Source: an optimization exercise on an open RTL-to-GDS flow (aim: small area, a short achievable clock period and few clock cycles per item). Production flows keep margins and buffers that such runs may drop. Function was checked by simulation only, so behaviour that the tests miss may differ from the original.

==> run K: inputs <==
==> flow/design.v <==
module ftn_iv_perm (
    input  wire         clk,
    input  wire         rst,         
    input  wire [127:0] w,           
    input  wire         in_valid,
    output wire         in_ready,
    input  wire [63:0]  x,           
    output wire         out_valid,
    input  wire         out_ready,
    output wire [63:0]  iv
);
    localparam [1:0] S_IDLE = 2'd0, S_INIT = 2'd1, S_RUN = 2'd2, S_DONE = 2'd3;
    function [63:0] bswap64(input [63:0] v);
        integer i;
        begin
            for (i = 0; i < 8; i = i + 1)
                bswap64[8*i +: 8] = v[63-8*i -: 8];
        end
    endfunction
    function [63:0] rotl(input [63:0] v, input integer b);
        rotl = (v << b) | (v >> (64 - b));
    endfunction
    reg [1:0]  state;
    reg [2:0]  fcnt;         
    reg [2:0]  rcnt;         
    reg [31:0] l_q, r_q;
    reg [63:0] v0, v1, v2, v3;
    wire [63:0] k0 = bswap64(w[127:64]);
    wire [63:0] k1 = bswap64(w[63:0]);
    wire [63:0] m = {8'd5, 16'd0, r_q[7:0], r_q[15:8], r_q[23:16], r_q[31:24], 5'd0, fcnt};
    reg [63:0] p0, p1, p2, p3;
    always @* begin
        p0 = v0; p1 = v1; p2 = v2; p3 = v3;
        if (rcnt == 3'd2) begin
            p0 = p0 ^ m;
            p2 = p2 ^ 64'hff;
        end
    end
    reg [63:0] s0, s1, s2, s3;
    always @* begin
        s0 = p0; s1 = p1; s2 = p2; s3 = p3;
        s0 = s0 + s1; s1 = rotl(s1, 13); s1 = s1 ^ s0; s0 = rotl(s0, 32);
        s2 = s2 + s3; s3 = rotl(s3, 16); s3 = s3 ^ s2;
        s0 = s0 + s3; s3 = rotl(s3, 21); s3 = s3 ^ s0;
        s2 = s2 + s1; s1 = rotl(s1, 17); s1 = s1 ^ s2; s2 = rotl(s2, 32);
    end
    wire [63:0] hash = v0 ^ v1 ^ v2 ^ v3;
    always @(posedge clk) begin
        if (rst) begin
            state <= S_IDLE;
        end else begin
            case (state)
                S_IDLE: if (in_valid) begin
                    l_q   <= x[63:32];
                    r_q   <= x[31:0];
                    fcnt  <= 3'd1;
                    state <= S_INIT;
                end
                S_INIT: begin
                    v0    <= k0 ^ 64'h736f6d6570736575;
                    v1    <= k1 ^ 64'h646f72616e646f6d;
                    v2    <= k0 ^ 64'h6c7967656e657261;
                    v3    <= k1 ^ 64'h7465646279746573 ^ m;
                    rcnt  <= 3'd0;
                    state <= S_RUN;
                end
                S_RUN: begin
                    if (rcnt == 3'd6) begin
                        l_q  <= r_q;
                        r_q  <= l_q ^ hash[31:0];
                        fcnt <= fcnt + 3'd1;
                        state <= (fcnt == 3'd4) ? S_DONE : S_INIT;
                    end else begin
                        v0   <= s0;
                        v1   <= s1;
                        v2   <= s2;
                        v3   <= s3;
                        rcnt <= rcnt + 3'd1;
                    end
                end
                S_DONE: if (out_ready) state <= S_IDLE;
                default: state <= S_IDLE;
            endcase
        end
    end
    assign in_ready  = (state == S_IDLE);
    assign out_valid = (state == S_DONE);
    assign iv        = {l_q, r_q};
endmodule
==> flow/run.sh <==
#!/bin/bash
# synth_recipe.tcl (not shown) runs the flow's synth.tcl, then flattens the netlist and writes it again
# the make line also repeats each setting of config.mk as NAME=value (left out here)
make -C /OpenROAD-flow-scripts/flow DESIGN_CONFIG=/design/flow/config.mk WORK_HOME=/design/flow/orfs CLKGATE_MAP_FILE= SYNTH_SCRIPT=/design/flow/synth_recipe.tcl finish
==> flow/config.mk <==
export PLATFORM = sky130hd
export DESIGN_NAME = ftn_iv_perm
export DESIGN_NICKNAME = ftn_iv_perm
export VERILOG_FILES = /design/flow/design.v
export SDC_FILE = /design/flow/constraint.sdc
export NUM_CORES = 4
export LEC_CHECK = 0
export CAP_MARGIN = 20
export CORE_MARGIN = 2
export CORE_UTILIZATION = 40
export SLEW_MARGIN = 20
==> flow/constraint.sdc <==
create_clock -name core_clock -period 10.0 [get_ports {clk}]
set_input_delay 2.0000 -clock core_clock [delete_from_list [all_inputs] [get_ports {clk}]]
set_output_delay 2.0000 -clock core_clock [all_outputs]
set_load 0.01 [all_outputs]
==> inputs of run Z, as changes to run K <==
==> flow/design.v, changed modules only <==
module ftn_iv_perm (
    input  wire         clk,
    input  wire         rst,         
    input  wire [127:0] w,           
    input  wire         in_valid,
    output wire         in_ready,
    input  wire [63:0]  x,           
    output wire         out_valid,
    input  wire         out_ready,
    output wire [63:0]  iv
);
    function [63:0] bswap64(input [63:0] v);
        integer i;
        begin
            for (i = 0; i < 8; i = i + 1)
                bswap64[8*i +: 8] = v[63-8*i -: 8];
        end
    endfunction
    function [63:0] rotl(input [63:0] v, input integer b);
        rotl = (v << b) | (v >> (64 - b));
    endfunction
    reg        busy;         
    reg        ov;           
    reg [5:0]  rr;           
    reg [1:0]  fi;           
    reg [31:0] l_q, r_q;
    reg [63:0] v0, v1, v2, v3;
    wire [63:0] k0 = bswap64(w[127:64]);
    wire [63:0] k1 = bswap64(w[63:0]);
    wire [39:0] m = {r_q[7:0], r_q[15:8], r_q[23:16], r_q[31:24], 5'd0, fi + 3'd1};
    wire [63:0] p0 = v0 ^ (rr[2] ? {8'd5, 16'd0, m} : 64'd0);
    wire [63:0] p1 = v1;
    wire [63:0] p2 = v2 ^ {56'd0, rr[2] ? 8'hff : 8'h00};
    wire [63:0] p3 = v3 ^ {24'd0, rr[0] ? m : 40'd0};
    reg [63:0] s0, s1, s2, s3;
    always @* begin
        s0 = p0; s1 = p1; s2 = p2; s3 = p3;
        s0 = s0 + s1; s1 = rotl(s1, 13); s1 = s1 ^ s0; s0 = rotl(s0, 32);
        s2 = s2 + s3; s3 = rotl(s3, 16); s3 = s3 ^ s2;
        s0 = s0 + s3; s3 = rotl(s3, 21); s3 = s3 ^ s0;
        s2 = s2 + s1; s1 = rotl(s1, 17); s1 = s1 ^ s2; s2 = rotl(s2, 32);
    end
    wire [31:0] hash = s0[31:0] ^ s1[31:0] ^ s2[31:0] ^ s3[31:0];
    wire last   = rr[5];
    wire accept = in_valid && in_ready;
    wire reload = !busy || last;
    always @(posedge clk) begin
        if (reload) begin
            v0 <= k0 ^ 64'h736f6d6570736575;
            v1 <= k1 ^ 64'h646f72616e646f6d;
            v2 <= k0 ^ 64'h6c7967656e657261;
            v3 <= k1 ^ 64'h7465646279746573 ^ {8'd5, 56'd0};
        end else begin
            v0 <= s0;
            v1 <= s1;
            v2 <= s2;
            v3 <= s3;
        end
        rr <= busy ? {rr[4:0], rr[5]} : 6'b000001;
        if (accept) begin
            l_q <= x[63:32];
            r_q <= x[31:0];
            fi  <= 2'd0;
        end else if (busy && last) begin
            l_q <= r_q;
            r_q <= l_q ^ hash;
            fi  <= fi + 2'd1;
        end
        if (rst) begin
            busy <= 1'b0;
            ov   <= 1'b0;
        end else begin
            if (accept)
                busy <= 1'b1;
            else if (last && fi == 2'd3)
                busy <= 1'b0;
            if (busy && last && fi == 2'd3)
                ov <= 1'b1;
            else if (out_ready)
                ov <= 1'b0;
        end
    end
    assign in_ready  = !busy && (!ov || out_ready);
    assign out_valid = ov;
    assign iv        = {l_q, r_q};
endmodule
==> flow_summary.toml <==
[final_layout]
stdcell_area_mm2 = 0.0348
fin_cells = 4893
antennaDiodeCount = 7

[global_routing]
grt_pass1_vias = 28100

[outcome]
status = "complete, no violations"

[synth]
synth_edf_count = 64
The numbers above come from run Z.

==> flow_summary.toml <==
[outcome]
status = "complete, no violations"

[final_layout]
fin_cells = 4845
antennaDiodeCount = 1
stdcell_area_mm2 = 0.0375

[global_routing]
grt_pass1_vias = 28500

[timing]
final.setup.tns_ns = 0
The numbers above come from run K.

Testbench counts of run K, summed over its fixed seeds: cycles 54,400, items 1,600.
Testbench counts of run Z, summed over its fixed seeds: cycles 40,008, items 1,600.

## re-timing with driven ports
Ports are ideal in the flow. The routed layouts listed here were re-timed in OpenROAD. Step 1 assumes that a clkbuf_16 drives the clock port and a buf_2 every other input. Step 2 times the ports against the registers' clock, not the clock port: input delays grow and output delays shrink by t, the midpoint of the rising clock arrivals with the driver on. a / b / c = no drivers / after step 1 / after step 2; a / b = the first two.
run	shift t [ns]	setup WS [ns]	clock arrival spread, ns	slew at the worst register clock pin (ns)
run K	0.670	0.689 / 0.689 / 0.689	0.035 / 0.035	0.07 / 0.07
run Z	0.663	0.330 / 0.330 / 0.330	0.022 / 0.023	0.07 / 0.07
After both steps setup and hold are still met in every run listed.
